From an optimization exercise on the open Yosys and OpenROAD flow, aimed at small area; shortcuts taken in it are not production practice.
The RTL was checked by simulation tests, not by an equivalence proof against the original design.
Power is estimated from default activity; no workload was simulated.

## constraint.sdc

```tcl
create_clock -name core_clock -period 28.0 [get_ports {clk}]
set_input_delay 5.6000 -clock core_clock [delete_from_list [all_inputs] [get_ports {clk}]]
set_output_delay 5.6000 -clock core_clock [all_outputs]
set_load 0.01 [all_outputs]
```

## flow/area.abc

```
strash
balance -l; resub -K 6 -l; rewrite -l; resub -K 6 -N 2 -l; refactor -l; resub -K 8 -l; balance -l; resub -K 8 -N 2 -l; rewrite -l; resub -K 10 -l; rewrite -z -l; resub -K 10 -N 2 -l; balance -l; resub -K 12 -l; refactor -z -l; resub -K 12 -N 2 -l; rewrite -z -l; balance -l
balance -l; resub -K 6 -l; rewrite -l; resub -K 6 -N 2 -l; refactor -l; resub -K 8 -l; balance -l; resub -K 8 -N 2 -l; rewrite -l; resub -K 10 -l; rewrite -z -l; resub -K 10 -N 2 -l; balance -l; resub -K 12 -l; refactor -z -l; resub -K 12 -N 2 -l; rewrite -z -l; balance -l
dch -f
amap
topo
stime -c
```

## standard.sh

```bash
#!/bin/bash
# synth_recipe.tcl (not shown) runs the flow's synth.tcl, then flattens the netlist and writes it again
# the make line also repeats each setting of config.mk as NAME=value (left out here)
make -C /OpenROAD-flow-scripts/flow DESIGN_CONFIG=/design/flow/config.mk WORK_HOME=/design/flow/orfs CLKGATE_MAP_FILE= SYNTH_SCRIPT=/design/flow/synth_recipe.tcl "${@:-finish}"
```

## flow/run.sh

```bash
#!/bin/bash
# Layout flow: the standard ORFS flow, with these changes to how the
# netlist is built:
#  - synthesis keeps the lane and counter modules (cvt_lane, cvt_count)
#    apart until technology mapping; they are not timing-critical and are
#    mapped with an area-oriented ABC script (flow/area.abc), without full-
#    and half-adder extraction. The top level, which holds the
#    timing-critical RMAX path and every register, is mapped with
#    flow/top.abc (ORFS's mapping after extra AIG restructuring). The rest
#    of the standard flow's synthesis script is unchanged and the design is flattened
#    before it is written, so the registers keep their names and cells;
#  - the port buffers that global placement inserts are buf_1 cells.
# Each tool's output goes to the ORFS logs under orfs/logs and to
# standard.log in this folder.
set -euo pipefail
W=$PWD
F=$W/flow

# ORFS's synth.tcl with the ABC calls and the adder extraction split by
# module, and the standard flow's synthesis wrapper sourcing it in place of the original
sed -e 's|^  log_cmd abc {\*}\$abc_args$|  log_cmd abc {*}[lreplace $abc_args 1 1 $::env(AREA_ABC_SCRIPT)] cvt_lane cvt_count\n  log_cmd abc {*}[lreplace $abc_args 1 1 $::env(TOP_ABC_SCRIPT)] cvt_unit|' \
    -e 's|^  extract_fa {\*}\[dont_use_extract_fa_args\]$|& cvt_unit|' \
    "$FLOW_HOME/scripts/synth.tcl" > "$W/synth_area.tcl"
grep -q "extract_fa .* cvt_unit" "$W/synth_area.tcl"
grep -q AREA_ABC_SCRIPT "$W/synth_area.tcl"
sed "s|source \$::env(SCRIPTS_DIR)/synth.tcl|source $W/synth_area.tcl|" \
    "$W/synth_recipe.tcl" > "$W/synth_wrap.tcl"
grep -q "synth_area.tcl" "$W/synth_wrap.tcl"

bash "$W/standard.sh" \
    SYNTH_SCRIPT="$W/synth_wrap.tcl" \
    SYNTH_KEEP_MODULES="cvt_lane cvt_count" \
    AREA_ABC_SCRIPT="$F/area.abc" \
    TOP_ABC_SCRIPT="$F/top.abc" \
    BUFFER_PORTS_ARGS="-buffer_cell sky130_fd_sc_hd__buf_1" \
    ${EXTRA_ARGS:-} \
    finish > "$W/standard.log" 2>&1
```

## flow/top.abc

```
strash
balance -l; resub -K 6 -l; rewrite -l; resub -K 6 -N 2 -l; refactor -l; resub -K 8 -l; balance -l; resub -K 8 -N 2 -l; rewrite -l; resub -K 10 -l; rewrite -z -l; resub -K 10 -N 2 -l; balance -l; resub -K 12 -l; refactor -z -l; resub -K 12 -N 2 -l; rewrite -z -l; balance -l
balance -l; resub -K 6 -l; rewrite -l; resub -K 6 -N 2 -l; refactor -l; resub -K 8 -l; balance -l; resub -K 8 -N 2 -l; rewrite -l; resub -K 10 -l; rewrite -z -l; resub -K 10 -N 2 -l; balance -l; resub -K 12 -l; refactor -z -l; resub -K 12 -N 2 -l; rewrite -z -l; balance -l
dch -f
map -B 0.9
topo
stime -c
```

## config.mk

```make
export PLATFORM = sky130hd
export DESIGN_NAME = cvt_unit
export DESIGN_NICKNAME = cvt_unit
export VERILOG_FILES = /design/flow/design.v
export SDC_FILE = /design/flow/constraint.sdc
export NUM_CORES = 4
export LEC_CHECK = 0
export CAP_MARGIN = 20
export CORE_MARGIN = 2
export CORE_UTILIZATION = 50
export SLEW_MARGIN = 20
```

## design.v

```verilog
module cvt_lane (
    input  wire [31:0] src,
    input  wire        f16,       
    input  wire        f8,        
    input  wire        f8x,
    input  wire        fi8,
    input  wire        fu8,
    input  wire [3:0]  rmode,     
    input  wire        en,        
    output wire [15:0] res,
    output wire        sat,       
    output wire        flz,       
    output wire        ok         
);
    wire        s  = src[31];
    wire [7:0]  ex = src[30:23];
    wire [22:0] fr = src[22:0];
    wire ex_ff   = &ex;
    wire ex_z    = ~|ex;
    wire lo_nz   = |fr[14:0];
    wire fr_nz   = lo_nz | (|fr[22:15]);
    wire is_nan  = ex_ff & fr_nz;
    wire is_zero = ex_z & ~fr_nz;
    wire fint = fi8 | fu8;
    wire w8_norm  = ex >= 8'd121;
    wire w8_tiny  = ex <  8'd117;
    wire w8_ovf   = ex >  8'd135;
    wire w8x_norm = ex >= 8'd113;
    wire w8x_tiny = ex <  8'd110;
    wire w8x_ovf  = ex >  8'd143;
    wire int_tiny = ex <  8'd126;
    wire int_ovf  = ex >  8'd134;
    wire fnorm = (f8 & w8_norm) | (f8x & w8x_norm);
    wire tiny  = (f8 & w8_tiny) | (f8x & w8x_tiny) | (fint & int_tiny);
    wire ovf_e = (f8 & w8_ovf) | (f8x & w8x_ovf) | (fint & int_ovf);
    wire [3:0] sh_sub = (f8 ? 4'd13 : 4'd6) - ex[3:0];
    wire [3:0] sh = f16   ? 4'd0 :
                    tiny  ? 4'd15 :
                    fnorm ? (f8 ? 4'd4 : 4'd5) : sh_sub;
    wire lead = ~ex_z & (f16 ? ex[0] : ~fnorm);
    wire [8:0] w0 = {lead, fr[22:15]};
    wire [8:0] w1 = sh[0] ? {1'b0, w0[8:1]} : w0;
    wire       s1 = sh[0] & w0[0];
    wire [8:0] w2 = sh[1] ? {2'b0, w1[8:2]} : w1;
    wire       s2 = sh[1] & (|w1[1:0]);
    wire [8:0] w3 = sh[2] ? {4'b0, w2[8:4]} : w2;
    wire       s3 = sh[2] & (|w2[3:0]);
    wire [8:0] w4 = sh[3] ? {8'd0, w3[8]} : w3;
    wire       s4 = sh[3] & (|w3[7:0]);
    wire [7:0] kept  = w4[8:1];
    wire       guard = w4[0];
    wire       stick = lo_nz | s1 | s2 | s3 | s4;
    wire up = (rmode[0] & guard & (stick | kept[0]))
            | (rmode[1] & guard)
            | (rmode[2] & (guard | stick) & ~s)
            | (rmode[3] & (guard | stick) & s);
    wire inv = fi8 & s;
    wire [14:0] x = {f16 ? ex[7:1] : 7'd0, kept ^ {8{inv}}}
                  | {8'd0, f8 & fnorm ? {~ex[3], ex[2:0]} : 4'd0, 3'd0}
                  | {8'd0, f8x & fnorm ? {~ex[4], ex[3:0]} : 5'd0, 2'd0};
    wire [15:0] r = {1'b0, x} + {15'd0, up ^ inv};
    wire r_z8  = ~|r[8:0];
    wire r_z15 = r_z8 & ~|r[14:9];
    wire        sat16 = ~ex_ff & (&r[14:7]);
    wire        flz16 = r_z15 & ~is_zero & ~ex_ff;
    wire [15:0] res16 = is_nan ? 16'h7FC0 : {s, r[14:0]};
    wire        sat8  = ~is_nan & (ovf_e | r[7]);
    wire        flz8  = ~ovf_e & r_z8 & ~is_zero;
    wire [7:0]  res8  = is_nan ? 8'h80 : sat8 ? {s, 7'h7F} : r_z8 ? 8'h00 : {s, r[6:0]};
    wire        sati  = is_nan | ovf_e | (s ? ~r[8] & ~r[7] : r[8] | r[7]);
    wire        flzi  = (s ? r[8] : r_z8) & ~is_zero & ~ovf_e;
    wire [7:0]  resi  = is_nan ? 8'h00 : sati ? (s ? 8'h80 : 8'h7F) : r[7:0];
    wire        satu  = is_nan | ovf_e | (s ? ~r_z8 : r[8]);
    wire        flzu  = r_z8 & ~is_zero & ~ovf_e & ~is_nan;
    wire [7:0]  resu  = (is_nan | s) ? 8'h00 : satu ? 8'hFF : r[7:0];
    assign res = ~en  ? 16'd0 :
                 f16  ? res16 :
                 fi8  ? {8'd0, resi} :
                 fu8  ? {8'd0, resu} : {8'd0, res8};
    assign sat = en & (f16 ? sat16 : fi8 ? sati : fu8 ? satu : sat8);
    assign flz = en & (f16 ? flz16 : fi8 ? flzi : fu8 ? flzu : flz8);
    assign ok  = en & ~is_nan;
endmodule
module cvt_unit (
    input  wire         clk,
    input  wire         rst_n,        
    input  wire         in_valid,
    input  wire [255:0] in_data,      
    input  wire [7:0]   in_mask,      
    input  wire [2:0]   in_dfmt,
    input  wire [2:0]   in_rm,
    input  wire         wr_rmax,
    input  wire         wr_nsat,
    input  wire         wr_nflz,
    input  wire [63:0]  wr_data,
    output reg          out_valid,
    output reg  [127:0] out_data,     
    output reg  [63:0]  rmax,
    output reg  [31:0]  nsat,
    output reg  [31:0]  nflz
);
    localparam LANES = 8;
    wire [127:0] res_all;
    wire [7:0]   l_sat;
    wire [7:0]   l_flz;
    wire [7:0]   l_ok;
    wire f16 = ~in_dfmt[2] & ~in_dfmt[1] & ~in_dfmt[0];
    wire f8  = ~in_dfmt[1] & in_dfmt[0];
    wire f8x = in_dfmt[1] & ~in_dfmt[0];
    wire fi8 = in_dfmt[1] & in_dfmt[0];
    wire fu8 = in_dfmt[2];
    wire [3:0] rmode = {~in_rm[2] & in_rm[1] & in_rm[0], ~in_rm[2] & in_rm[1] & ~in_rm[0],
                        ~in_rm[1] & in_rm[0], ~in_rm[2] & ~in_rm[1] & ~in_rm[0]};
    genvar g;
    generate
        for (g = 0; g < LANES; g = g + 1) begin : lane
            wire en = in_valid & in_mask[g];
            cvt_lane u_lane (
                .src (in_data[32*g +: 32]),
                .f16 (f16),
                .f8  (f8),
                .f8x (f8x),
                .fi8 (fi8),
                .fu8 (fu8),
                .rmode(rmode),
                .en  (en),
                .res (res_all[16*g +: 16]),
                .sat (l_sat[g]),
                .flz (l_flz[g]),
                .ok  (l_ok[g])
            );
        end
    endgenerate
    wire [3:0]  t1_ok;
    wire [30:0] t1_mag [0:3];
    wire [1:0]  t2_ok;
    wire [30:0] t2_mag [0:1];
    generate
        for (g = 0; g < 4; g = g + 1) begin : max1
            wire [30:0] a = in_data[64*g +: 31];
            wire [30:0] b = in_data[64*g+32 +: 31];
            wire        gt;
            cvt_gt #(31) u_gt (.a(b), .b(a), .gt(gt));
            assign t1_ok[g]  = l_ok[2*g] | l_ok[2*g+1];
            assign t1_mag[g] = (~l_ok[2*g] | (l_ok[2*g+1] & gt)) ? b : a;
        end
        for (g = 0; g < 2; g = g + 1) begin : max2
            wire gt;
            cvt_gt #(31) u_gt (.a(t1_mag[2*g+1]), .b(t1_mag[2*g]), .gt(gt));
            assign t2_ok[g]  = t1_ok[2*g] | t1_ok[2*g+1];
            assign t2_mag[g] = (~t1_ok[2*g] | (t1_ok[2*g+1] & gt)) ? t1_mag[2*g+1] : t1_mag[2*g];
        end
    endgenerate
    wire        gt3;
    cvt_gt #(31) u_gt3 (.a(t2_mag[1]), .b(t2_mag[0]), .gt(gt3));
    wire [30:0] mx = (~t2_ok[0] | (t2_ok[1] & gt3)) ? t2_mag[1] : t2_mag[0];
    wire any_ok = |l_ok;
    wire [7:0]  mx_e = mx[30:23];
    wire [22:0] f0 = mx[22:0];
    wire        z16 = ~|f0[22:7];
    wire [22:0] f1 = z16 ? {f0[6:0], 16'd0} : f0;
    wire        z8 = ~|f1[22:15];
    wire [22:0] f2 = z8 ? {f1[14:0], 8'd0} : f1;
    wire        z4 = ~|f2[22:19];
    wire [22:0] f3 = z4 ? {f2[18:0], 4'd0} : f2;
    wire        z2 = ~|f3[22:21];
    wire [22:0] f4 = z2 ? {f3[20:0], 2'd0} : f3;
    wire        z1 = ~f4[22];
    wire [22:0] f5 = z1 ? {f4[21:0], 1'd0} : f4;
    wire [4:0]  lz = {z16, z8, z4, z2, z1};
    wire        mx_sub = ~|mx_e;
    wire [10:0] c_e = (&mx_e) ? 11'h7FF :
                      mx_sub ? (f4[22] | f4[21] ? 11'd896 - {6'd0, lz} : 11'd0) :
                      {mx_e[7], {3{~mx_e[7]}}, mx_e[6:0]};
    wire [22:0] c_f = mx_sub ? {f5[21:0], 1'b0} : f0;
    wire [33:0] c_hi = {c_e, c_f};
    wire [63:0] rmax_w = wr_rmax ? wr_data : rmax;
    wire [31:0] nsat_w = wr_nsat ? wr_data[31:0] : nsat;
    wire [31:0] nflz_w = wr_nflz ? wr_data[31:0] : nflz;
    wire gt;
    cvt_gt #(34) u_gth (.a(c_hi), .b(rmax_w[62:29]), .gt(gt));
    wire h_nan = (&rmax_w[62:52]) & (|rmax_w[51:0]);
    wire take  = any_ok & (h_nan | rmax_w[63] | gt);
    wire [31:0] nsat_n, nflz_n;
    cvt_count u_csat (.w(nsat_w), .l(l_sat), .q(nsat_n));
    cvt_count u_cflz (.w(nflz_w), .l(l_flz), .q(nflz_n));
    always @(posedge clk) begin
        if (!rst_n) begin
            out_valid <= 1'b0;
            rmax      <= 64'd0;
            nsat      <= 32'd0;
            nflz      <= 32'd0;
        end else begin
            out_valid <= in_valid;
            rmax      <= take ? {1'b0, c_hi, 29'd0} : rmax_w;
            nsat      <= nsat_n;
            nflz      <= nflz_n;
        end
    end
    always @(posedge clk)
        out_data <= res_all;
endmodule
module cvt_count (
    input  wire [31:0] w,
    input  wire [7:0]  l,
    output wire [31:0] q
);
    wire [1:0] a0 = l[0] + l[1] + l[2];
    wire [1:0] a1 = l[3] + l[4] + l[5];
    wire [1:0] a2 = l[6] + l[7];
    wire [3:0] cnt = a0 + a1 + a2;
    wire [4:0] lo = w[3:0] + cnt;
    reg [31:0] s;
    reg        c;
    integer k;
    always @(*) begin
        s[3:0] = lo[3:0];
        c = lo[4];
        for (k = 4; k < 32; k = k + 1) begin
            s[k] = w[k] ^ c;
            c = c & w[k];
        end
    end
    assign q = s | {32{c}};
endmodule
module cvt_gt #(parameter W = 31) (
    input  wire [W-1:0] a,
    input  wire [W-1:0] b,
    output wire         gt
);
    wire [W:0] c;
    assign c[0] = 1'b0;
    genvar k;
    generate
        for (k = 0; k < W; k = k + 1) begin : bit_
            assign c[k+1] = (a[k] & ~b[k]) | ((a[k] | ~b[k]) & c[k]);
        end
    endgenerate
    assign gt = c[W];
endmodule
```

==> qor.csv, run 1 <==
stage,metric,value,unit
outcome,outcome,finished clean,
power_and_ir_drop,power per cell area,49.53,nW/um2
setup_path,worst r2r dst,nflz[10],
yosys,share of flip-flops with an asynchronous set or reset,0,
finish,share of cells above drive strength 1,0.02993,
setup_path,"slowest stage cell, crit path",nand2_1,
floorplanning,Die H,246.6,um
setup_path,reg2reg start,nflz[0],
yosys,"EDFF count, synth",0,
timing,min Tclk post-route,20.77,ns
worst_hold_path,Hold Path End,rmax[19],
setup_path,crit end category,register,
routing,vias,39890,
yosys,Yosys top cell by area,dfxtp_1,
timing,setup violators final,0,
setup_path,worst reg2reg path depth,40,
worst_hold_path,Hold Path Depth,2,
timing,max_slew headroom,0.2960,
global_route,gr usage total,0.3819,
setup_path,Crit path max-delay family,simple AND/OR/NAND/NOR gates,
setup_path,"setup slack, reg-to-reg",20.94,ns
clock_network,CTS tree,done,
timing,Slew @ Worst Pin,1.045,ns
yosys,Yosys cell types,46,
setup_path,most used cell along the critical path,nand2_1,
timing,"Hold Vio Cnt, Final",0,
routing,1st-pass router iterations,9,
clock_network,clock latency on the worst-skew pair,0.62,ns
setup_path,CP bufs+invs,12,
yosys,Mapped Nets,5692,
floorplanning,Die ar.,60790,um2
place,GP Congestion,1.045,
routing,WL/cell,17.98,um
flow_run,Max Cap Violations,0,
routing,routed wire length,123000,um
yosys,post-synth top area share,0.1749,
timing,final worst slack,7.235,ns
floorplanning,core region area,57920,um2
finish,Layout area overhead,16.14,%
global_route,number of global-route vias before repair,34110,
finish,final-stage net count,6366,
timing,max-slew violations,0,
yosys,"Seq/Total Area, Yosys",0.1749,
power_and_ir_drop,LEAKAGE,12.94,nW
place,setup slack after placement,6.997,ns
yosys,Post-Syn Area,29420,um2
worst_hold_path,Hold Crit Class,reg -> reg,
power_and_ir_drop,Max VDD drop,0.05460,mV
clock_network,"CTS clk-pin slew, worst paths",0.06,ns
routing,post-route ant nets,0,
clock_network,post-CTS setup buffers,0,
floorplanning,die width,246.6,um
clock_network,root buf cell,clkbuf_16,
clock_network,H-tree levels,1,
yosys,Synth area leaders,"dfxtp_1 (17%), nand2_1 (15%), clkinv_1 (12%), nor2_1 (10%), o21ai_0 (10%)",
floorplanning,cell row count,88,
power_and_ir_drop,"Power, Total",1.692,mW
routing,Vias/cell,5.833,
setup_path,Worst EP arrival,21.21,ns
yosys,Main synth FF type,dfxtp_1,
yosys,most instantiated cells after synthesis,"nand2_1 (1177), clkinv_1 (911), nor2_1 (805)",
place,PortBufs,596,
setup_path,crit path kind,in -> reg,
worst_hold_path,Hold Startpoint,rmax[19],
clock_network,CTS buffer count,29,
routing,DRC violation count after routing,0,
place,post-DP HPWL,98500,um
global_route,global route total overflow,0,
yosys,Post-Syn Instances,5351,
yosys,dominant cell by count in the synthesized netlist,nand2_1,
timing,f_max,48.16,MHz
global_route,first-pass GRT wire length,186700,um
yosys,syn_area_per_cell,5.498,um2
setup_path,Worst EP required,28.45,ns
setup_path,Worst Setup Start Kind,input pin,
floorplanning,Ports,597,
timing,RSZ-0062 raised after global routing,no,
timing,final period utilization,0.7416,
setup_path,"slowest stage delay, CP",0.84,ns
timing,Min Hold Slack,0.5444,ns
setup_path,Worst Path Max Fanout,60,
routing,Initial DRC Count,3902,
floorplanning,effective utilization at floorplan,0.5080,
clock_network,TritonCTS Sinks,257,
yosys,"flops & latches, synth",257,
global_route,largest net degree at the start of global routing,103,
timing,Total Neg Setup Slack,0,ns
clock_network,Max clock buf depth,3,
global_route,initial antenna violation count,33,
timing,clock skew,0.03186,ns
clock_network,# hold bufs at CTS,0,
clock_network,Post-CTS Resized,0,
yosys,Ys Warns,2,
## how the worst max path moves through the flow
stage	slack (ns)	end	startpoint	depth (start not counted)
after floorplan	4.98	nsat[30]	in_dfmt[2]	73
after global placement	7.18	rmax[5]	in_data[67]	167
after detailed placement	7.00	rmax[22]	in_data[195]	164
after CTS	7.56	rmax[22]	in_data[195]	164
after global routing	4.92	rmax[3]	in_data[226]	169
final	7.23	rmax[8]	in_data[160]	163
## cell usage in the layout, fill, tap and decap left out, types with 41 or more instances in the layout
cell,instances
a21oi_1,298
a31oi_1,96
and3_1,56
buf_1,591
buf_4,45
clkinv_1,911
dfxtp_1,257
nand2_1,1172
nand3_1,165
nor2_1,803
nor3_1,116
nor4_1,48
o21a_1,41
o21ai_0,585
o221ai_1,88
o22a_1,82
o22ai_1,231
## Yosys stat by module, one instance, submodules excluded
module | flops+latches | area (um2) | copies in the design | cells inside
cvt_count | 0 | 695.7 | 2 | 135
cvt_lane | 0 | 1465 | 8 | 279
cvt_unit | 257 | 16310 | 1 | 2849
## flip-flops by register name (all words and copies together), names as in the netlist
signal and flops:
out_data 128, rmax 64, nflz 32, nsat 32, out_valid 1
## where the power goes
group	internal [mW]	switching [mW]
Clock	0.255	0.169
Sequential	0.402	0.0193
Combinational	0.268	0.578
Total	0.926	0.766
## logic make-up (layout without fill, tap and decap cells)
kind of cell / Yosys count / in the layout / share of synthesized area
AND/OR/NAND/NOR: 2550 / 2550 / 0.3659
buffers and inverters: 911 / 1608 / 0.1162
flip-flops: 257 / 257 / 0.1749
multiplexers: 7 / 7 / 0.002552
other: 0 / 26 / 0
adder cells (fa/ha/maj): 1 / 1 / 0.0004252
AO/OA/AOI/OAI: 1625 / 1625 / 0.3400
## stage by stage
| step | cell area (um2) | utilization | instances |
|---|---|---|---|
| 2_1_floorplan | 29420 | - | 5351 |
| 3_3_place_gp | 33040 | 0.5705 | 6759 |
| 3_5_place_dp | 33040 | 0.5705 | 6759 |
| 4_1_cts | 34100 | 0.5887 | 6813 |
| 5_1_grt | 34140 | 0.5894 | 6827 |
| 6_report | 34170 | 0.5900 | 6839 |
## area by class of cell
cell class	instances	area (um2)
diodes	26	65.06
clock buffers	40	837.1
clock inverters	14	220.2
fillers	6209	23750
inverters	911	3420
multi-input cells	4183	20900
flip-flops and latches	257	5145
well taps	765	957.2
repair buffers	643	2626
## worst min-delay path: stages (launching register included)
cell and delay (ns):
dfxtp_1 0.32, o21ai_0 0.09, nor2_1 0.10
## layer usage
| layer | track usage | wire length (um) | up-vias |
|---|---|---|---|
| met4 | 0.2029 | 7202 | 26 |
| met3 | 0.08475 | 12270 | 374 |
| met1 | 0.4882 | 50330 | 17600 |
| met5 | 0 | 172 | - |
| li1 | - | - | 19950 |
| met2 | 0.5972 | 52990 | 1937 |
==> inputs of run 2 (changes only) <==
--- a/design.v
+++ b/design.v
@@ -177,4 +177,2 @@
     wire [63:0] rmax_w = wr_rmax ? wr_data : rmax;
-    wire [31:0] nsat_w = wr_nsat ? wr_data[31:0] : nsat;
-    wire [31:0] nflz_w = wr_nflz ? wr_data[31:0] : nflz;
     wire gt;
@@ -184,4 +182,4 @@
     wire [31:0] nsat_n, nflz_n;
-    cvt_count u_csat (.w(nsat_w), .l(l_sat), .q(nsat_n));
-    cvt_count u_cflz (.w(nflz_w), .l(l_flz), .q(nflz_n));
+    cvt_count u_csat (.rst_n(rst_n), .cur(nsat), .wr(wr_nsat), .wd(wr_data[31:0]), .l(l_sat), .q(nsat_n));
+    cvt_count u_cflz (.rst_n(rst_n), .cur(nflz), .wr(wr_nflz), .wd(wr_data[31:0]), .l(l_flz), .q(nflz_n));
     always @(posedge clk) begin
@@ -190,4 +188,2 @@
             rmax      <= 64'd0;
-            nsat      <= 32'd0;
-            nflz      <= 32'd0;
         end else begin
@@ -195,5 +191,7 @@
             rmax      <= take ? {1'b0, c_hi, 29'd0} : rmax_w;
-            nsat      <= nsat_n;
-            nflz      <= nflz_n;
-        end
+        end
+    end
+    always @(posedge clk) begin
+        nsat <= nsat_n;
+        nflz <= nflz_n;
     end
@@ -203,3 +201,6 @@
 module cvt_count (
-    input  wire [31:0] w,
+    input  wire        rst_n,
+    input  wire [31:0] cur,
+    input  wire        wr,
+    input  wire [31:0] wd,
     input  wire [7:0]  l,
@@ -207,2 +208,3 @@
 );
+    wire [31:0] w = wr ? wd : cur;
     wire [1:0] a0 = l[0] + l[1] + l[2];
@@ -223,3 +225,3 @@
     end
-    assign q = s | {32{c}};
+    assign q = {32{rst_n}} & (s | {32{c}});
 endmodule
==> flow/area.abc (replaced) <==
strash
&get -n
&deepsyn -T 60
&put
dch -f
amap
topo
stime -c
==> qor.csv, run 2 <==
stage,metric,value,unit
outcome,outcome,finished clean,
yosys,Yosys cell types,42,
routing,post-route ant nets,0,
yosys,Main synth FF type,dfxtp_1,
yosys,share of flip-flops with an asynchronous set or reset,0,
finish,final-stage net count,5879,
timing,final worst slack,5.730,ns
global_route,initial antenna violation count,19,
finish,Largest register FFs,128,
floorplanning,effective utilization at floorplan,0.5073,
clock_network,# hold bufs at CTS,0,
clock_network,CTS tree,done,
finish,final core occ,0.5944,
routing,WL/cell,18.07,um
yosys,"EDFF count, synth",0,
setup_path,Worst Setup Start Kind,input pin,
timing,clock skew,0.007592,ns
yosys,syn_area_per_cell,5.493,um2
setup_path,"slowest stage delay, CP",0.87,ns
place,PortBufs,596,
setup_path,"slowest stage cell, crit path",a2111oi_2,
timing,setup violators final,0,
routing,vias,36130,
power_and_ir_drop,LEAKAGE,11.91,nW
global_route,number of global-route vias before repair,31360,
yosys,Mapped Nets,5204,
power_and_ir_drop,Max VDD drop,0.04482,mV
floorplanning,cell row count,84,
timing,min Tclk post-route,22.27,ns
timing,Total Neg Setup Slack,0,ns
power_and_ir_drop,power per cell area,50.59,nW/um2
finish,most frequent cells in the layout,"nand2_1 (1024), clkinv_1 (840), nor2_1 (790)",
clock_network,Post-CTS Resized,0,
clock_network,clock latency on the worst-skew pair,0.60,ns
yosys,Post-Syn Area,26710,um2
setup_path,most used cell along the critical path,nor2_1,
yosys,Ys Warns,2,
yosys,Synth area leaders,"dfxtp_1 (19%), nand2_1 (14%), clkinv_1 (12%), nor2_1 (11%), o21ai_0 (8.6%)",
yosys,dominant cell by count in the synthesized netlist,nand2_1,
yosys,"flops & latches, synth",257,
yosys,"Seq/Total Area, Yosys",0.1926,
place,GP Congestion,1.069,
routing,Vias/cell,5.771,
global_route,gr usage total,0.3834,
setup_path,Worst Path Max Fanout,30,
timing,final period utilization,0.7954,
clock_network,H-tree levels,1,
place,setup slack after placement,5.563,ns
timing,RSZ-0062 raised after global routing,no,
yosys,Yosys top cell by area,dfxtp_1,
setup_path,Worst EP required,28.52,ns
global_route,first-pass GRT wire length,172300,um
timing,"Hold Vio Cnt, Final",0,
routing,Initial DRC Count,3400,
routing,routed wire length,113100,um
yosys,most instantiated cells after synthesis,"nand2_1 (1025), clkinv_1 (840), nor2_1 (793)",
setup_path,crit path kind,in -> reg,
floorplanning,Ports,597,
clock_network,CTS buffer count,28,
setup_path,Worst EP arrival,22.79,ns
clock_network,TritonCTS Sinks,257,
finish,top flop regs,"out_data x128, rmax x64",
floorplanning,die width,235.1,um
timing,f_max,44.90,MHz
clock_network,post-CTS setup buffers,0,
timing,max_slew headroom,0.1731,
timing,Slew @ Worst Pin,1.229,ns
place,post-DP HPWL,90970,um
finish,Layout area overhead,17.17,%
routing,DRC violation count after routing,0,
yosys,Post-Syn Instances,4863,
yosys,post-synth top area share,0.1926,
flow_run,Max Cap Violations,0,
global_route,largest net degree at the start of global routing,73,
finish,Top reg by flops,out_data,
global_route,global route total overflow,0,
finish,share of cells above drive strength 1,0.03777,
setup_path,crit end category,register,
worst_hold_path,Hold Crit Class,reg -> reg,
setup_path,"setup slack, reg-to-reg",18.02,ns
floorplanning,Die ar.,55290,um2
finish,Filler Cells Inserted,5548,
routing,1st-pass router iterations,6,
clock_network,Max clock buf depth,3,
clock_network,"CTS clk-pin slew, worst paths",0.06,ns
timing,max-slew violations,0,
floorplanning,Die H,235.1,um
floorplanning,core region area,52660,um2
clock_network,root buf cell,clkbuf_16,
finish,"commonest non-fill, non-tap cell in the layout",nand2_1,
-- run 2: changes by cell type after synthesis, moves of 31 or more --
cell	previous run	this run
nand2_1	1177	1025
a31oi_1	96	38
and3_1	56	0
clkinv_1	911	840
a311oi_1	40	8
o21a_1	41	100
o21ai_0	589	460
o221ai_1	88	26
nor4_1	48	79
nand3_1	165	202
o22a_1	82	8
-- run 2: area by class of cell --
class	instances	area (um2)	area share
repair buffers	645	2633	0.08412
multi-input cells	3766	18470	0.5900
clock buffers	32	755.7	0.02415
diodes	12	30.03	0.0009595
well taps	688	860.8	0.02751
clock inverters	20	254.0	0.008116
inverters	840	3153	0.1007
flip-flops and latches	257	5145	0.1644
-- run 2: final timing paths --
kind / start / end / cells past startpoint
worst max-delay path: in_data[123] / nflz[24] / 107
worst min-delay path: rmax[0] / rmax[0] / 2
worst max register to register: nsat[0] / nsat[16] / 72
worst min register to register: rmax[0] / rmax[0] / 2
-- run 2: routing by layer --
metal	global-route usage	vias to the layer above	wire [um]
met5	0	-	121
met4	0.1768	18	5883
met3	0.07481	358	11720
met2	0.5986	1888	48200
met1	0.5093	15970	47200
li1	-	17900	-
-- run 2: cell families after synthesis --
| family | Yosys count | share of synthesized area |
|---|---|---|
| adders and majority gates | 1 | 0.0004684 |
| buffers and inverters | 840 | 0.1180 |
| xor gates and xnor gates | 1 | 0.0003280 |
| and+or+nand+nor | 2419 | 0.3816 |
| AOI/OAI and AO/OA | 1303 | 0.2901 |
| DFF | 257 | 0.1926 |
| muxes | 42 | 0.01682 |
-- run 2: report_power, final --
| group | internal (mW) | leakage, nW | switching (mW) | total (mW) |
|---|---|---|---|---|
| sequential | 0.402 | 2.11 | 0.0183 | 0.421 |
| combinational | 0.238 | 9.32 | 0.525 | 0.762 |
| clock | 0.233 | 0.480 | 0.167 | 0.400 |
-- run 2: per-stage QoR --
| step | instances | hold slack (ns) | power, mW | instance area (um2) |
|---|---|---|---|---|
| finish | 6260 | 0.5325 | 1.583 | 31300 |
| global route | 6257 | 0.5752 | 1.687 | 31290 |
| CTS | 6245 | 0.5350 | 1.567 | 31220 |
| detailed placement | 6193 | 0.5206 | 1.167 | 30210 |
| global placement | 6193 | 0.5081 | 1.166 | 30210 |
| floorplan | 4863 | 0.5587 | 0.9275 | 26710 |
-- run 2: worst max-delay path, delay by kind of cell --
kind	cells	cell delay, ns
buffers and inverters	35	4.42
AO/OA/AOI/OAI	17	3.82
AND/OR/NAND/NOR	55	8.93
-- run 2: Yosys stat by module, one instance, submodules excluded --
module / cell area (um2) / cells inside
cvt_unit: 15050 / 2463
cvt_count: 984.7 / 216
cvt_lane: 1211 / 246
==> inputs of run 3 (changes only) <==
--- a/design.v
+++ b/design.v
@@ -232,3 +232,6 @@
 );
-    wire [W:0] c;
+    localparam G = (W + 3) / 4;
+    wire [4*G-1:0] ax = {{(4*G-W){1'b0}}, a};
+    wire [4*G-1:0] bx = {{(4*G-W){1'b0}}, b};
+    wire [G:0] c;
     assign c[0] = 1'b0;
@@ -236,7 +239,13 @@
     generate
-        for (k = 0; k < W; k = k + 1) begin : bit_
-            assign c[k+1] = (a[k] & ~b[k]) | ((a[k] | ~b[k]) & c[k]);
+        for (k = 0; k < G; k = k + 1) begin : grp
+            wire [3:0] x = ax[4*k +: 4];
+            wire [3:0] y = bx[4*k +: 4];
+            wire [3:0] e = ~(x ^ y);
+            wire [3:0] h = x & ~y;
+            wire g_gt = h[3] | (e[3] & h[2]) | (e[3] & e[2] & h[1]) | (e[3] & e[2] & e[1] & h[0]);
+            wire g_eq = &e;
+            assign c[k+1] = g_gt | (g_eq & c[k]);
         end
     endgenerate
-    assign gt = c[W];
-endmodule
+    assign gt = c[G];
+endmodule
--- a/flow/run.sh
+++ b/flow/run.sh
@@ -5,6 +5,8 @@
 #    apart until technology mapping; they are not timing-critical and are
-#    mapped with an area-oriented ABC script (flow/area.abc), without full-
+#    mapped with an area-oriented ABC script (flow/area.abc: ABC's deepsyn
+#    AIG optimisation, then area mapping), without full-
 #    and half-adder extraction. The top level, which holds the
 #    timing-critical RMAX path and every register, is mapped with
-#    flow/top.abc (ORFS's mapping after extra AIG restructuring). The rest
+#    flow/top.abc (AIG restructuring, area mapping, then ABC's buffering
+#    and gate sizing towards a delay target). The rest
 #    of the standard flow's synthesis script is unchanged and the design is flattened
--- a/flow/top.abc
+++ b/flow/top.abc
@@ -4,4 +4,7 @@
 dch -f
-map -B 0.9
+amap
 topo
+buffer -c
+upsize -c -D 17000
+dnsize -c -D 17000
 stime -c
==> qor.csv, run 3 <==
stage,metric,value,unit
finish,sequential cell area,5145,um2
routing,vias,33910,
clock_network,Max clock buf depth,3,
power_and_ir_drop,Clock Power Share,0.254,
setup_path,crit path kind,in -> reg,
timing,Total Neg Setup Slack,0,ns
finish,Largest register FFs,128,
place,GP Congestion,1.037,
finish,Filler Cells Inserted,5410,
yosys,most instantiated cells after synthesis,"nor2_1 (929), a21oi_1 (463), o22ai_1 (360)",
floorplanning,Ports,597,
yosys,share of flip-flops with an asynchronous set or reset,0,
yosys,dominant cell by count in the synthesized netlist,nor2_1,
timing,clock skew,0.03863,ns
finish,Top reg by flops,out_data,
setup_path,most used cell along the critical path,nor2_1,
floorplanning,die width,235.0,um
finish,multi-input combinational cell area,19330,um2
routing,DRC violation count after routing,0,
global_route,number of global-route vias before repair,30390,
timing,final period utilization,0.9286,
finish,most frequent cells in the layout,"nor2_1 (922), buf_1 (595), a21oi_1 (462)",
routing,1st-pass router iterations,7,
clock_network,root buf cell,clkbuf_16,
power_and_ir_drop,Pint,0.8886,mW
routing,WL/cell,20.71,um
setup_path,worst reg2reg path depth,72,
setup_path,Crit path max-delay family,compound AO/OA/AOI/OAI gates,
yosys,Main synth FF type,dfxtp_1,
floorplanning,Die ar.,55230,um2
timing,max_slew headroom,0.2890,
timing,Min Hold Slack,0.5452,ns
power_and_ir_drop,Sw Ratio,0.4283,
yosys,"EDFF count, synth",0,
yosys,Yosys top cell by area,dfxtp_1,
place,post-DP HPWL,91740,um
setup_path,WP depth,109,
clock_network,clock latency on the worst-skew pair,0.62,ns
global_route,first-pass GRT wire length,170800,um
setup_path,Worst EP required,28.43,ns
power_and_ir_drop,Max VDD drop,0.04085,mV
place,PortBufs,596,
place,placed cell area,29950,um2
yosys,Post-Syn Instances,4163,
power_and_ir_drop,power per cell area,50.18,nW/um2
timing,setup violators final,0,
clock_network,TritonCTS Sinks,257,
finish,fin area,30980,um2
clock_network,# hold bufs at CTS,0,
clock_network,CTS tree,done,
timing,"Hold Vio Cnt, Final",0,
floorplanning,cell row count,84,
floorplanning,effective utilization at floorplan,0.5068,
yosys,syn_area_per_cell,6.410,um2
global_route,gr usage total,0.3858,
finish,final core occ,0.5883,
yosys,"flops & latches, synth",257,
yosys,"Seq/Total Area, Yosys",0.1928,
setup_path,Worst EP arrival,26.43,ns
power_and_ir_drop,net switching power,0.6657,mW
setup_path,CP bufs+invs,14,
routing,routed wire length,113500,um
yosys,Post-Syn Area,26680,um2
yosys,Mapped Nets,4744,
clock_network,post-CTS setup buffers,0,
finish,Layout area overhead,16.08,%
power_and_ir_drop,LEAKAGE,12.32,nW
routing,Initial DRC Count,3262,
timing,f_max,38.46,MHz
routing,post-route ant nets,0,
finish,share of cells above drive strength 1,0.02804,
power_and_ir_drop,sequential share of power,0.274,
setup_path,"slowest stage delay, CP",0.56,ns
setup_path,"slowest stage cell, crit path",buf_4,
clock_network,CTS buffer count,28,
finish,top flop regs,"out_data x128, rmax x64",
outcome,outcome,finished clean,
timing,max-slew violations,0,
clock_network,"CTS clk-pin slew, worst paths",0.06,ns
global_route,global route total overflow,0,
setup_path,Worst Setup Start Kind,input pin,
clock_network,Post-CTS Resized,0,
flow_run,Max Cap Violations,0,
setup_path,crit end category,register,
routing,Vias/cell,6.189,
finish,final-stage net count,5338,
timing,RSZ-0062 raised after global routing,no,
global_route,largest net degree at the start of global routing,66,
floorplanning,core region area,52660,um2
clock_network,H-tree levels,1,
yosys,Yosys cell types,56,
setup_path,Worst Path Max Fanout,64,
worst_hold_path,Hold Crit Class,reg -> reg,
yosys,Ys Warns,2,
floorplanning,Die H,235.0,um
timing,Slew @ Worst Pin,1.060,ns
finish,"commonest non-fill, non-tap cell in the layout",nor2_1,
power_and_ir_drop,Comb pwr share,0.472,
yosys,Synth area leaders,"dfxtp_1 (19%), nor2_1 (13%), ha_1 (11%), a21oi_1 (8.7%), o22ai_1 (8.4%)",
worst_hold_path,Hold Path Depth,2,
timing,min Tclk post-route,26.00,ns
global_route,initial antenna violation count,15,
yosys,post-synth top area share,0.1928,
[run 3: cell types whose count changed after synthesis, sizes merged, moves of 136 or more]
| cell | previous run | this run |
|---|---|---|
| nand2 | 1025 | 160 |
| clkinv | 840 | 324 |
| o21ai | 460 | 176 |
| ha | 1 | 241 |
| inv | 0 | 210 |
| a21oi | 312 | 463 |
| o22ai | 210 | 360 |
| nor2 | 793 | 929 |
[run 3: logic make-up (layout without fill, tap and decap cells)]
| logic type | after synthesis | after routing | share of synthesized area |
|---|---|---|---|
| simple gates | 1538 | 1538 | 0.2521 |
| compound gates | 1510 | 1510 | 0.3553 |
| buf+inv | 617 | 1233 | 0.08679 |
| flops | 257 | 257 | 0.1928 |
| fa+ha+maj | 241 | 241 | 0.1130 |
| other cells | 0 | 12 | 0 |
[run 3: area by class of cell]
cell class,count,area share
clock buffers,40,0.02634
diodes,12,0.0009694
inverters,534,0.06483
clock inverters,12,0.005413
multi-input cells,3289,0.6240
well taps,688,0.02779
flip-flops and latches,257,0.1661
repair buffers,647,0.08454
[run 3: layer usage]
metal | global-route usage | wire (um)
met1 | 0.4675 | 44210
met2 | 0.6356 | 51270
met3 | 0.07895 | 10420
met4 | 0.2185 | 7510
met5 | 0 | 49
[run 3: tightest hold or removal path, cell delays in order (launching register included)]
cell and delay, ns:
dfxtp_1 0.33, o22ai_1 0.09, nor2_1 0.09
[run 3: per-module statistics from Yosys, one instance, submodules excluded]
module | flops+latches | copies in the design
cvt_count | 0 | 2
cvt_lane | 0 | 8
cvt_unit | 257 | 1
[run 3: per-stage QoR]
| step | power (mW) | worst slack [ns] | std cells |
|---|---|---|---|
| finish | 1.554 | 2.000 | 5479 |
| global route | 1.648 | 0.02107 | 5473 |
| CTS | 1.539 | 1.789 | 5467 |
| detailed placement | 1.143 | 1.230 | 5415 |
| global placement | 1.142 | 1.623 | 5414 |
| floorplan | 0.9094 | 5.020 | 4163 |
[run 3: final timing paths]
path	from	to	slack [ns]
worst max-delay path	in_data[129]	rmax[55]	2.00
worst min-delay path	rmax[5]	rmax[5]	0.55
worst max register to register	nflz[0]	nflz[3]	18.09
worst min register to register	rmax[5]	rmax[5]	0.55
[run 3: power by group through the flow]
| stage | clock (mW) | combinational (mW) | sequential [mW] |
|---|---|---|---|
| 2_1_floorplan | 0 | 0.462 | 0.447 |
| 3_3_place_gp | 0 | 0.710 | 0.433 |
| 3_5_place_dp | 0 | 0.710 | 0.433 |
| 4_1_cts | 0.400 | 0.714 | 0.425 |
| 5_1_grt | 0.413 | 0.806 | 0.429 |
| 6_report | 0.395 | 0.734 | 0.426 |
==> inputs of run 4 (changes only) <==
--- a/design.v
+++ b/design.v
@@ -158,20 +158,19 @@
     wire [7:0]  mx_e = mx[30:23];
-    wire [22:0] f0 = mx[22:0];
-    wire        z16 = ~|f0[22:7];
-    wire [22:0] f1 = z16 ? {f0[6:0], 16'd0} : f0;
-    wire        z8 = ~|f1[22:15];
-    wire [22:0] f2 = z8 ? {f1[14:0], 8'd0} : f1;
-    wire        z4 = ~|f2[22:19];
-    wire [22:0] f3 = z4 ? {f2[18:0], 4'd0} : f2;
-    wire        z2 = ~|f3[22:21];
-    wire [22:0] f4 = z2 ? {f3[20:0], 2'd0} : f3;
-    wire        z1 = ~f4[22];
-    wire [22:0] f5 = z1 ? {f4[21:0], 1'd0} : f4;
-    wire [4:0]  lz = {z16, z8, z4, z2, z1};
     wire        mx_sub = ~|mx_e;
+    wire [23:0] f0 = {~mx_sub, mx[22:0]};
+    wire        z16 = ~|f0[23:8];
+    wire [23:0] f1 = z16 ? {f0[7:0], 16'd0} : f0;
+    wire        z8 = ~|f1[23:16];
+    wire [23:0] f2 = z8 ? {f1[15:0], 8'd0} : f1;
+    wire        z4 = ~|f2[23:20];
+    wire [23:0] f3 = z4 ? {f2[19:0], 4'd0} : f2;
+    wire        z2 = ~|f3[23:22];
+    wire [23:0] f4 = z2 ? {f3[21:0], 2'd0} : f3;
+    wire        z1 = ~f4[23];
+    wire [23:0] f5 = z1 ? {f4[22:0], 1'd0} : f4;
+    wire [4:0]  n = {z16, z8, z4, z2, z1};
     wire [10:0] c_e = (&mx_e) ? 11'h7FF :
-                      mx_sub ? (f4[22] | f4[21] ? 11'd896 - {6'd0, lz} : 11'd0) :
+                      mx_sub ? (f5[23] ? 11'd897 - {6'd0, n} : 11'd0) :
                       {mx_e[7], {3{~mx_e[7]}}, mx_e[6:0]};
-    wire [22:0] c_f = mx_sub ? {f5[21:0], 1'b0} : f0;
-    wire [33:0] c_hi = {c_e, c_f};
+    wire [33:0] c_hi = {c_e, f5[22:0]};
     wire [63:0] rmax_w = wr_rmax ? wr_data : rmax;
@@ -232,5 +231,5 @@
 );
-    localparam G = (W + 3) / 4;
-    wire [4*G-1:0] ax = {{(4*G-W){1'b0}}, a};
-    wire [4*G-1:0] bx = {{(4*G-W){1'b0}}, b};
+    localparam G = (W + 5) / 6;
+    wire [6*G-1:0] ax = {{(6*G-W){1'b0}}, a};
+    wire [6*G-1:0] bx = {{(6*G-W){1'b0}}, b};
     wire [G:0] c;
@@ -240,7 +239,7 @@
         for (k = 0; k < G; k = k + 1) begin : grp
-            wire [3:0] x = ax[4*k +: 4];
-            wire [3:0] y = bx[4*k +: 4];
-            wire [3:0] e = ~(x ^ y);
-            wire [3:0] h = x & ~y;
-            wire g_gt = h[3] | (e[3] & h[2]) | (e[3] & e[2] & h[1]) | (e[3] & e[2] & e[1] & h[0]);
+            wire [5:0] x = ax[6*k +: 6];
+            wire [5:0] y = bx[6*k +: 6];
+            wire [5:0] e = ~(x ^ y);
+            wire [5:0] h = x & ~y;
+            wire g_gt = (h[5]) | (e[5] & h[4]) | (e[5] & e[4] & h[3]) | (e[5] & e[4] & e[3] & h[2]) | (e[5] & e[4] & e[3] & e[2] & h[1]) | (e[5] & e[4] & e[3] & e[2] & e[1] & h[0]);
             wire g_eq = &e;
--- a/flow/run.sh
+++ b/flow/run.sh
@@ -6,7 +6,8 @@
 #    mapped with an area-oriented ABC script (flow/area.abc: ABC's deepsyn
-#    AIG optimisation, then area mapping), without full-
-#    and half-adder extraction. The top level, which holds the
+#    AIG optimisation, then area mapping). The top level, which holds the
 #    timing-critical RMAX path and every register, is mapped with
 #    flow/top.abc (AIG restructuring, area mapping, then ABC's buffering
-#    and gate sizing towards a delay target). The rest
+#    and gate sizing towards a delay target). Full- and half-adder
+#    extraction is skipped (ADDER_MAP_FILE empty): ABC maps that logic
+#    smaller here. The rest
 #    of the standard flow's synthesis script is unchanged and the design is flattened
@@ -20,8 +21,6 @@
 
-# ORFS's synth.tcl with the ABC calls and the adder extraction split by
-# module, and the standard flow's synthesis wrapper sourcing it in place of the original
+# ORFS's synth.tcl with the ABC call split by module, and the standard flow's synthesis
+# wrapper sourcing it in place of the original
 sed -e 's|^  log_cmd abc {\*}\$abc_args$|  log_cmd abc {*}[lreplace $abc_args 1 1 $::env(AREA_ABC_SCRIPT)] cvt_lane cvt_count\n  log_cmd abc {*}[lreplace $abc_args 1 1 $::env(TOP_ABC_SCRIPT)] cvt_unit|' \
-    -e 's|^  extract_fa {\*}\[dont_use_extract_fa_args\]$|& cvt_unit|' \
     "$FLOW_HOME/scripts/synth.tcl" > "$W/synth_area.tcl"
-grep -q "extract_fa .* cvt_unit" "$W/synth_area.tcl"
 grep -q AREA_ABC_SCRIPT "$W/synth_area.tcl"
@@ -34,2 +33,3 @@
     SYNTH_KEEP_MODULES="cvt_lane cvt_count" \
+    ADDER_MAP_FILE= \
     AREA_ABC_SCRIPT="$F/area.abc" \
@@ -37,3 +37,2 @@
     BUFFER_PORTS_ARGS="-buffer_cell sky130_fd_sc_hd__buf_1" \
-    ${EXTRA_ARGS:-} \
     finish > "$W/standard.log" 2>&1
==> qor.csv, run 4 <==
stage,metric,value,unit
clock_network,root buf cell,clkbuf_16,
global_route,number of global-route vias before repair,30030,
yosys,"flops & latches, synth",257,
timing,RSZ-0062 raised after global routing,no,
global_route,gr usage total,0.3987,
yosys,Post-Syn Instances,4130,
floorplanning,effective utilization at floorplan,0.5083,
power_and_ir_drop,power per cell area,51.36,nW/um2
yosys,Synth area leaders,"dfxtp_1 (21%), nor2_1 (15%), o22ai_1 (12%), a21oi_1 (6.7%), clkinv_1 (4.9%)",
timing,max_slew headroom,0.2784,
timing,"Hold Vio Cnt, Final",0,
yosys,post-synth top area share,0.2059,
worst_hold_path,Hold Crit Class,reg -> reg,
power_and_ir_drop,Max VDD drop,0.05225,mV
finish,Top reg by flops,out_data,
timing,f_max,40.31,MHz
clock_network,Post-CTS Resized,0,
routing,Initial DRC Count,3667,
setup_path,Worst EP arrival,25.30,ns
finish,"commonest non-fill, non-tap cell in the layout",nor2_1,
global_route,initial antenna violation count,19,
place,GP Congestion,1.085,
setup_path,crit path kind,in -> reg,
timing,clock skew,0.01901,ns
routing,vias,34250,
finish,share of cells above drive strength 1,0.02764,
yosys,Mapped Nets,4470,
setup_path,"slowest stage cell, crit path",nand2_1,
yosys,Yosys cell types,59,
finish,most frequent cells in the layout,"nor2_1 (980), buf_1 (595), o22ai_1 (477)",
outcome,outcome,finished clean,
yosys,dominant cell by count in the synthesized netlist,nor2_1,
setup_path,Worst Setup Start Kind,input pin,
floorplanning,Ports,597,
yosys,most instantiated cells after synthesis,"nor2_1 (984), o22ai_1 (477), a21oi_1 (335)",
finish,final-stage net count,5057,
timing,final period utilization,0.8860,
clock_network,H-tree levels,1,
place,placed cell area,28140,um2
timing,max-slew violations,0,
floorplanning,Die H,227.5,um
clock_network,clock latency on the worst-skew pair,0.61,ns
setup_path,Worst Path Max Fanout,61,
yosys,syn_area_per_cell,6.049,um2
flow_run,Max Cap Violations,0,
timing,Total Neg Setup Slack,0,ns
finish,Largest register FFs,128,
place,post-DP HPWL,87380,um
finish,Filler Cells Inserted,5021,
global_route,largest net degree at the start of global routing,66,
clock_network,CTS buffer count,29,
clock_network,TritonCTS Sinks,257,
setup_path,crit end category,register,
timing,min Tclk post-route,24.81,ns
yosys,Post-Syn Area,24980,um2
timing,setup violators final,0,
place,setup slack after placement,3.380,ns
yosys,"EDFF count, synth",0,
power_and_ir_drop,LEAKAGE,10.59,nW
global_route,first-pass GRT wire length,164600,um
clock_network,# hold bufs at CTS,0,
place,PortBufs,596,
clock_network,CTS tree,done,
global_route,global route total overflow,0,
yosys,"Seq/Total Area, Yosys",0.2059,
clock_network,Max clock buf depth,3,
floorplanning,die width,227.5,um
setup_path,Worst EP required,28.49,ns
floorplanning,core region area,49150,um2
floorplanning,Die ar.,51770,um2
yosys,Main synth FF type,dfxtp_1,
routing,routed wire length,109400,um
place,Inst Count DP,5348,
clock_network,"CTS clk-pin slew, worst paths",0.06,ns
clock_network,post-CTS setup buffers,0,
timing,final worst slack,3.191,ns
setup_path,"slowest stage delay, CP",0.76,ns
finish,fin area,29240,um2
yosys,share of flip-flops with an asynchronous set or reset,0,
routing,post-route ant nets,0,
finish,fin cells,5417,
routing,1st-pass router iterations,9,
finish,Layout area overhead,17.05,%
finish,top flop regs,"out_data x128, rmax x64",
floorplanning,cell row count,81,
routing,WL/cell,20.19,um
routing,DRC violation count after routing,0,
timing,Slew @ Worst Pin,1.080,ns
routing,Vias/cell,6.322,
yosys,Ys Warns,2,
yosys,Yosys top cell by area,dfxtp_1,
==> run 4: changes by cell type in the layout (fill, tap and decap cells not counted), moves of 29 or more <==
| cell | delta |
|---|---|
| ha_1 | -241 |
| a21oi_1 | -128 |
| o22ai_1 | +117 |
| a21o_1 | -63 |
| nor2_1 | +58 |
| inv_1 | +47 |
| o21ai_0 | +43 |
| nand2_1 | +37 |
| a22oi_1 | +29 |
| nand4_1 | -29 |
==> run 4: layout make-up <==
| class | count | area (um2) | area share |
|---|---|---|---|
| Sequential cell | 257 | 5145 | 0.1759 |
| Timing Repair Buffer | 641 | 2591 | 0.08861 |
| Tap cell | 664 | 830.8 | 0.02841 |
| Clock inverter | 19 | 249.0 | 0.008514 |
| Antenna cell | 13 | 32.53 | 0.001112 |
| Inverter | 579 | 2173 | 0.07432 |
| Multi-Input combinational cell | 3209 | 17450 | 0.5968 |
| Clock buffer | 35 | 768.2 | 0.02627 |
==> run 4: cells by family (layout without fill, tap and decap cells) <==
kind of cell | after synthesis | in the layout | synth area share
buffers and inverters | 664 | 1274 | 0.09976
other | 0 | 13 | 0
flip-flops | 257 | 257 | 0.2059
AND/OR/NAND/NOR | 1599 | 1599 | 0.2770
AO/OA/AOI/OAI | 1610 | 1610 | 0.4173
==> run 4: path summary, 6_finish.rpt <==
check / startpoint / to / slack (ns) / cells past startpoint
setup / recovery: in_data[231] / rmax[61] / 3.19 / 95
hold / removal: rmax[25] / rmax[25] / 0.54 / 2
setup reg to reg: nflz[0] / nflz[13] / 18.28 / 72
hold reg to reg: rmax[25] / rmax[25] / 0.54 / 2
==> run 4: where the power goes <==
group          switching [mW]  internal [mW]
clock                   0.167          0.243
combinational           0.444          0.225
sequential             0.0208          0.403
total                   0.632          0.870
==> run 4: worst max-delay path, delay by kind of cell <==
| kind | cells | cell delay [ns] |
|---|---|---|
| buffers and inverters | 14 | 5.07 |
| and+or+nand+nor | 39 | 6.80 |
| AOI/OAI and AO/OA | 42 | 7.75 |
==> run 4: stage by stage <==
step / hold WS (ns) / power, mW / util
finish: 0.5424 / 1.502 / 0.5949
global route: 0.5807 / 1.584 / 0.5946
CTS: 0.5463 / 1.485 / 0.5933
detailed placement: 0.5309 / 1.075 / 0.5726
global placement: 0.5119 / 1.077 / 0.5726
floorplan: 0.5723 / 0.8673 / -
==> run 4: metal layers <==
metal / up-vias / track usage / part of all wire
met4: 18 / 0.2193 / 0.060
li1: 16420 / - / -
met3: 413 / 0.1020 / 0.11
met5: - / 0 / 0.0011
met1: 15380 / 0.4859 / 0.39
met2: 2011 / 0.6415 / 0.44
==> run 4: Yosys stat by module (local to each module, per instance) <==
module,cells inside,flip-flops and latches,times used
cvt_unit,1786,257,1
cvt_lane,239,0,8
cvt_count,216,0,2
==> inputs of run 5 (changes only) <==
--- a/config.mk
+++ b/config.mk
@@ -10,2 +10,3 @@
 export CORE_UTILIZATION = 50
+export CTS_BUF_LIST = sky130_fd_sc_hd__clkbuf_4
 export SLEW_MARGIN = 20
==> qor.csv, run 5 <==
stage,metric,value,unit
clock_network,post-CTS setup buffers,0,
timing,Min Hold Slack,0.5444,ns
clock_network,TritonCTS Sinks,257,
routing,1st-pass router iterations,6,
timing,min Tclk post-route,25.34,ns
floorplanning,die width,227.3,um
clock_network,"CTS clk-pin slew, worst paths",0.07,ns
setup_path,"slowest stage delay, CP",0.74,ns
finish,Top reg by flops,out_data,
worst_hold_path,Hold Startpoint,rmax[25],
setup_path,crit end category,register,
setup_path,Worst Setup Start Kind,input pin,
yosys,Ys Warns,2,
finish,most frequent cells in the layout,"nor2_1 (970), buf_1 (595), o22ai_1 (477)",
setup_path,"slowest stage cell, crit path",nand2_1,
worst_hold_path,Hold Path End,rmax[25],
finish,top flop regs,"out_data x128, rmax x64",
timing,clock skew,0.06478,ns
clock_network,CTS tree,done,
place,post-DP HPWL,87430,um
timing,max-slew violations,0,
yosys,Synth area leaders,"dfxtp_1 (21%), nor2_1 (15%), o22ai_1 (12%), a21oi_1 (7.2%), o21ai_0 (5.2%)",
yosys,"EDFF count, synth",0,
yosys,syn_area_per_cell,5.954,um2
floorplanning,core region area,49050,um2
routing,Vias/cell,6.236,
finish,share of cells above drive strength 1,0.03830,
routing,routed wire length,110800,um
clock_network,Post-CTS Resized,0,
timing,Total Neg Setup Slack,0,ns
yosys,Yosys top cell by area,dfxtp_1,
finish,Filler Cells Inserted,5154,
yosys,"flops & latches, synth",257,
place,PortBufs,596,
floorplanning,cell row count,81,
global_route,largest net degree at the start of global routing,66,
worst_hold_path,Hold Path Depth,2,
timing,setup violators final,0,
setup_path,reg2reg start,nflz[0],
finish,Layout area overhead,16.40,%
global_route,met1 usage,0.4973,
finish,Largest register FFs,128,
timing,RSZ-0062 raised after global routing,no,
global_route,initial antenna violation count,20,
setup_path,Worst EP arrival,26.05,ns
yosys,Post-Syn Instances,4186,
global_route,gr usage total,0.4073,
setup_path,Worst EP required,28.71,ns
power_and_ir_drop,Max VDD drop,0.03795,mV
setup_path,worst r2r dst,nflz[4],
global_route,first-pass GRT wire length,166100,um
finish,"commonest non-fill, non-tap cell in the layout",nor2_1,
floorplanning,Die H,227.3,um
power_and_ir_drop,power per cell area,49.48,nW/um2
clock_network,# hold bufs at CTS,0,
finish,final-stage net count,5151,
routing,Initial DRC Count,3796,
routing,vias,34550,
yosys,Post-Syn Area,24920,um2
flow_run,Max Cap Violations,0,
clock_network,clock latency on the worst-skew pair,0.85,ns
yosys,"Seq/Total Area, Yosys",0.2064,
global_route,met3 usage,0.1218,
setup_path,crit path kind,in -> reg,
yosys,share of flip-flops with an asynchronous set or reset,0,
timing,f_max,39.46,MHz
yosys,Yosys cell types,58,
global_route,busiest grt layer,met2,
global_route,grt met2 use,0.6341,
setup_path,Worst Path Max Fanout,61,
outcome,outcome,finished clean,
setup_path,worst reg2reg path depth,72,
routing,post-route ant nets,0,
timing,max_slew headroom,0.2727,
yosys,most instantiated cells after synthesis,"nor2_1 (976), o22ai_1 (477), a21oi_1 (359)",
timing,final period utilization,0.9050,
routing,WL/cell,19.99,um
worst_hold_path,Hold Crit Class,reg -> reg,
clock_network,H-tree levels,3,
timing,Slew @ Worst Pin,1.063,ns
routing,DRC violation count after routing,0,
yosys,Main synth FF type,dfxtp_1,
place,GP Congestion,1.081,
setup_path,"setup slack, reg-to-reg",18.31,ns
yosys,post-synth top area share,0.2064,
yosys,dominant cell by count in the synthesized netlist,nor2_1,
global_route,global route total overflow,0,
floorplanning,Die ar.,51650,um2
global_route,number of global-route vias before repair,30570,
clock_network,CTS buffer count,69,
clock_network,Max clock buf depth,3,
clock_network,root buf cell,clkbuf_4,
floorplanning,effective utilization at floorplan,0.5081,
timing,"Hold Vio Cnt, Final",0,
floorplanning,Ports,597,
yosys,Mapped Nets,4526,
power_and_ir_drop,LEAKAGE,10.46,nW
## run 5: cell types whose count changed after synthesis, moves of 24 or more
cell,before,now
o21ai_0,218,258
a21oi_1,335,359
nand2_1,196,236
o22a_1,68,44
nand3_1,40,72
nor3_1,121,145
a31oi_1,58,34
## run 5: area by class of cell
type | count | area [um2] | area share
Antenna cell | 20 | 50.05 | 0.001725
Timing Repair Buffer | 639 | 2569 | 0.08855
Inverter | 571 | 2143 | 0.07388
Multi-Input combinational cell | 3273 | 17430 | 0.6008
Clock buffer | 92 | 690.7 | 0.02381
Sequential cell | 257 | 5145 | 0.1774
Tap cell | 664 | 830.8 | 0.02864
Clock inverter | 24 | 152.6 | 0.005262
## run 5: kinds of logic (layout without fill, tap and decap cells)
logic type / count (synthesis) / in the layout / share of synthesized area
buffers and inverters: 656 / 1326 / 0.09880
and+or+nand+nor: 1703 / 1703 / 0.2973
other: 0 / 20 / 0
DFF: 257 / 257 / 0.2064
AOI/OAI and AO/OA: 1570 / 1570 / 0.3975
## run 5: layer usage
layer / routed length [um] / up-vias / part of all wire
met4: 6774 / 8 / 0.061
li1: - / 16590 / -
met1: 42460 / 15600 / 0.38
met3: 13550 / 396 / 0.12
met2: 47910 / 1960 / 0.43
met5: 57 / - / 0.00051
## run 5: worst max path at each step
stage,cells past startpoint,start,end
6_report,102,in_data[193],rmax[60]
5_1_grt,102,in_data[192],rmax[61]
3_5_place_dp,102,in_data[193],rmax[60]
4_1_cts,102,in_data[193],rmax[60]
2_1_floorplan,103,in_dfmt[2],nflz[0]
3_3_place_gp,102,in_data[193],rmax[61]
## run 5: critical path, delay by kind of cell
| family | cells | cell delay, ns |
|---|---|---|
| AOI/OAI and AO/OA | 49 | 9.43 |
| buffers and inverters | 15 | 5.23 |
| and+or+nand+nor | 38 | 5.73 |
## run 5: modules after synthesis (local to each module, per instance)
module | cell area (um2) | cells inside | times used | flip-flops and latches
cvt_lane | 1211 | 246 | 8 | 0
cvt_unit | 13260 | 1786 | 1 | 257
cvt_count | 984.7 | 216 | 2 | 0
## run 5: metrics by stage
step	std cells	util	worst slack, ns	area (um2)	power, mW
6_report	5540	0.5914	2.659	29010	1.435
5_1_grt	5529	0.5908	0.6442	28980	1.525
4_1_cts	5519	0.5898	3.409	28930	1.421
3_5_place_dp	5403	0.5726	2.610	28090	1.078
3_3_place_gp	5403	0.5725	2.978	28080	1.080
2_1_floorplan	4186	-	4.818	24920	0.8690
## run 5: report_power, final
group          switching, mW  internal, mW
logic                  0.449         0.223
clock network          0.175         0.164
registers             0.0203         0.403
==> inputs of run 6 (changes only) <==
==> flow/area.abc (replaced) <==
strash
&get -n
&deepsyn -T 150
&put
dch -f
amap
topo
stime -c
==> qor.csv, run 6 <==
stage,metric,value,unit
yosys,"Seq/Total Area, Yosys",0.2069,
clock_network,post-CTS setup buffers,0,
finish,"commonest non-fill, non-tap cell in the layout",nor2_1,
timing,max_slew headroom,0.1732,
setup_path,Crit path max-delay family,compound AO/OA/AOI/OAI gates,
timing,clock skew,0.06497,ns
routing,Initial DRC Count,3923,
timing,setup violators final,0,
global_route,first-pass GRT wire length,164400,um
setup_path,crit path kind,in -> reg,
clock_network,TritonCTS Sinks,257,
yosys,"EDFF count, synth",0,
routing,routed wire length,110400,um
floorplanning,Die H,227.0,um
worst_hold_path,Hold Crit Class,reg -> reg,
yosys,most instantiated cells after synthesis,"nor2_1 (880), o22ai_1 (469), clkinv_1 (363)",
yosys,Synth area leaders,"dfxtp_1 (21%), nor2_1 (13%), o22ai_1 (12%), a21oi_1 (6.3%), clkinv_1 (5.5%)",
routing,WL/cell,20.28,um
setup_path,"slowest stage delay, CP",0.67,ns
routing,Vias/cell,6.246,
global_route,gr usage total,0.4052,
place,GP Congestion,1.081,
clock_network,CTS buffer count,71,
setup_path,crit end category,register,
routing,1st-pass router iterations,6,
routing,vias,34020,
place,setup slack after placement,1.856,ns
setup_path,CP bufs+invs,19,
setup_path,Worst Setup Start Kind,input pin,
flow_run,Max Cap Violations,0,
floorplanning,cell row count,81,
timing,min Tclk post-route,25.65,ns
finish,Top reg by flops,out_data,
timing,final worst slack,2.350,ns
finish,Filler Cells Inserted,5145,
place,PortBufs,596,
yosys,Post-Syn Area,24870,um2
timing,Total Neg Setup Slack,0,ns
yosys,Post-Syn Instances,4098,
clock_network,Max clock buf depth,3,
global_route,met1 usage,0.4992,
yosys,Yosys cell types,59,
global_route,busiest grt layer,met2,
yosys,Main synth FF type,dfxtp_1,
setup_path,Worst EP required,28.73,ns
global_route,number of global-route vias before repair,29830,
yosys,Mapped Nets,4438,
finish,most frequent cells in the layout,"nor2_1 (875), buf_1 (595), o22ai_1 (469)",
yosys,dominant cell by count in the synthesized netlist,nor2_1,
timing,final period utilization,0.9161,
yosys,"flops & latches, synth",257,
floorplanning,die width,227.0,um
power_and_ir_drop,Max VDD drop,0.04107,mV
clock_network,CTS tree,done,
yosys,share of flip-flops with an asynchronous set or reset,0,
clock_network,H-tree levels,3,
finish,Layout area overhead,16.33,%
yosys,syn_area_per_cell,6.069,um2
routing,DRC violation count after routing,0,
floorplanning,Ports,597,
outcome,outcome,finished clean,
finish,fin area,28940,um2
timing,Slew @ Worst Pin,1.231,ns
global_route,global route total overflow,0,
global_route,largest net degree at the start of global routing,66,
finish,Largest register FFs,128,
timing,f_max,38.99,MHz
clock_network,"CTS clk-pin slew, worst paths",0.06,ns
global_route,initial antenna violation count,12,
place,post-DP HPWL,87050,um
floorplanning,Die ar.,51540,um2
place,placed cell area,27930,um2
setup_path,Worst Path Max Fanout,60,
floorplanning,effective utilization at floorplan,0.5071,
power_and_ir_drop,LEAKAGE,10.29,nW
timing,"Hold Vio Cnt, Final",0,
setup_path,most used cell along the critical path,inv_1,
finish,top flop regs,"out_data x128, rmax x64",
routing,post-route ant nets,0,
setup_path,Worst EP arrival,26.38,ns
timing,RSZ-0062 raised after global routing,no,
power_and_ir_drop,power per cell area,50.31,nW/um2
yosys,post-synth top area share,0.2069,
clock_network,clock latency on the worst-skew pair,0.89,ns
clock_network,Post-CTS Resized,0,
setup_path,"slowest stage cell, crit path",inv_1,
yosys,Yosys top cell by area,dfxtp_1,
global_route,grt met2 use,0.6402,
timing,max-slew violations,0,
global_route,met3 usage,0.1062,
clock_network,# hold bufs at CTS,0,
yosys,Ys Warns,2,
power_and_ir_drop,"Power, Total",1.456,mW
floorplanning,core region area,49050,um2
finish,share of cells above drive strength 1,0.03613,
finish,final core occ,0.5899,
clock_network,root buf cell,clkbuf_4,
finish,final-stage net count,5053,
==> run 6: area by class of cell <==
cell class	count	area [um2]	area share
antenna	22	55.05	0.001903
clock buffer	96	720.7	0.02491
clock inverter	25	181.4	0.006270
inverter	619	2323	0.08030
multi-input combinational	3137	17180	0.5937
sequential	257	5145	0.1778
tap	664	830.8	0.02871
timing repair buffer	627	2499	0.08635
==> run 6: cells by family after synthesis <==
group,Yosys count,synth area share
AOI/OAI and AO/OA,1578,0.4111
and+or+nand+nor,1559,0.2758
DFF,257,0.2069
buffers and inverters,704,0.1062
==> run 6: power breakdown <==
part | total [mW] | internal (mW) | switching (mW) | leakage [nW]
sequential | 0.426 | 0.403 | 0.0224 | 2.11
combinational | 0.671 | 0.224 | 0.447 | 7.66
clock | 0.359 | 0.180 | 0.179 | 0.525
==> run 6: worst paths after layout <==
path | start | end | slack (ns) | depth (start not counted)
setup / recovery | in_data[47] | rmax[62] | 2.35 | 103
hold / removal | rmax[26] | rmax[26] | 0.54 | 2
setup reg to reg | nsat[0] | nsat[3] | 17.95 | 72
hold reg to reg | rmax[26] | rmax[26] | 0.54 | 2
==> run 6: metrics by stage <==
step | instances | hold slack (ns)
after detailed placement | 5302 | 0.5266
final | 5447 | 0.5380
after global routing | 5437 | 0.5857
after global placement | 5302 | 0.5187
after floorplan | 4098 | 0.5723
after CTS | 5423 | 0.5411
==> run 6: modules after synthesis (local to each module, per instance) <==
module	cell area [um2]	copies in the design	cells inside	flops+latches
cvt_count	984.7	2	216	0
cvt_lane	1205	8	235	0
cvt_unit	13260	1	1786	257
==> run 6: metal layers <==
| layer | up-vias | part of all wire |
|---|---|---|
| li1 | 16360 | - |
| met1 | 15220 | 0.38 |
| met2 | 2039 | 0.44 |
| met3 | 400 | 0.11 |
| met4 | 4 | 0.061 |
| met5 | - | 0.00024 |
==> run 6: tightest hold or removal path, delay by kind of cell (launching register included) <==
kind            cells  cell delay [ns]
simple gates        1             0.09
flops               1             0.32
compound gates      1             0.09

==> port drivers added, routing unchanged <==
The results above use ideal ports. As a check the final layouts listed here were re-extracted and re-timed, cells and wires unchanged. Step 1 (the two cells are an assumption about what drives the block):
set clk [get_ports {clk}]
set_driving_cell -lib_cell sky130_fd_sc_hd__clkbuf_16 $clk
set_driving_cell -lib_cell sky130_fd_sc_hd__buf_2 [delete_from_list [all_inputs] $clk]
Step 2 times the ports against the registers' clock, not the clock port: input delays grow and output delays shrink by t, the midpoint of the rising clock arrivals with the driver on. Three values: ideal ports, drivers, drivers and shift; two values: the first two.
run | t, ns | setup WS [ns] | hold WS [ns] | worst setup path at the end | slew at the worst register clock pin (ns)
run 1 | 0.672 | 7.235 / 7.272 / 6.600 | 0.544 / 0.544 / 0.544 | input to register | 0.06 / 0.06
run 2 | 0.657 | 5.730 / 5.769 / 5.112 | 0.533 / 0.533 / 0.533 | input to register | 0.07 / 0.07
run 3 | 0.663 | 2.000 / 2.047 / 1.385 | 0.545 / 0.545 / 0.545 | input to register | 0.07 / 0.07
run 4 | 0.663 | 3.191 / 3.209 / 2.546 | 0.542 / 0.542 / 0.542 | input to register | 0.07 / 0.07
run 5 | 0.888 | 2.659 / 2.700 / 1.812 | 0.544 / 0.544 / 0.544 | input to register | 0.08 / 0.08
run 6 | 0.934 | 2.350 / 2.389 / 1.455 | 0.538 / 0.538 / 0.538 | input to register | 0.07 / 0.07
After both steps every run listed still meets setup and hold. For run 6, which loses most, drivers alone change the setup slack by +0.039 ns; drivers and shift together by -0.895 ns.
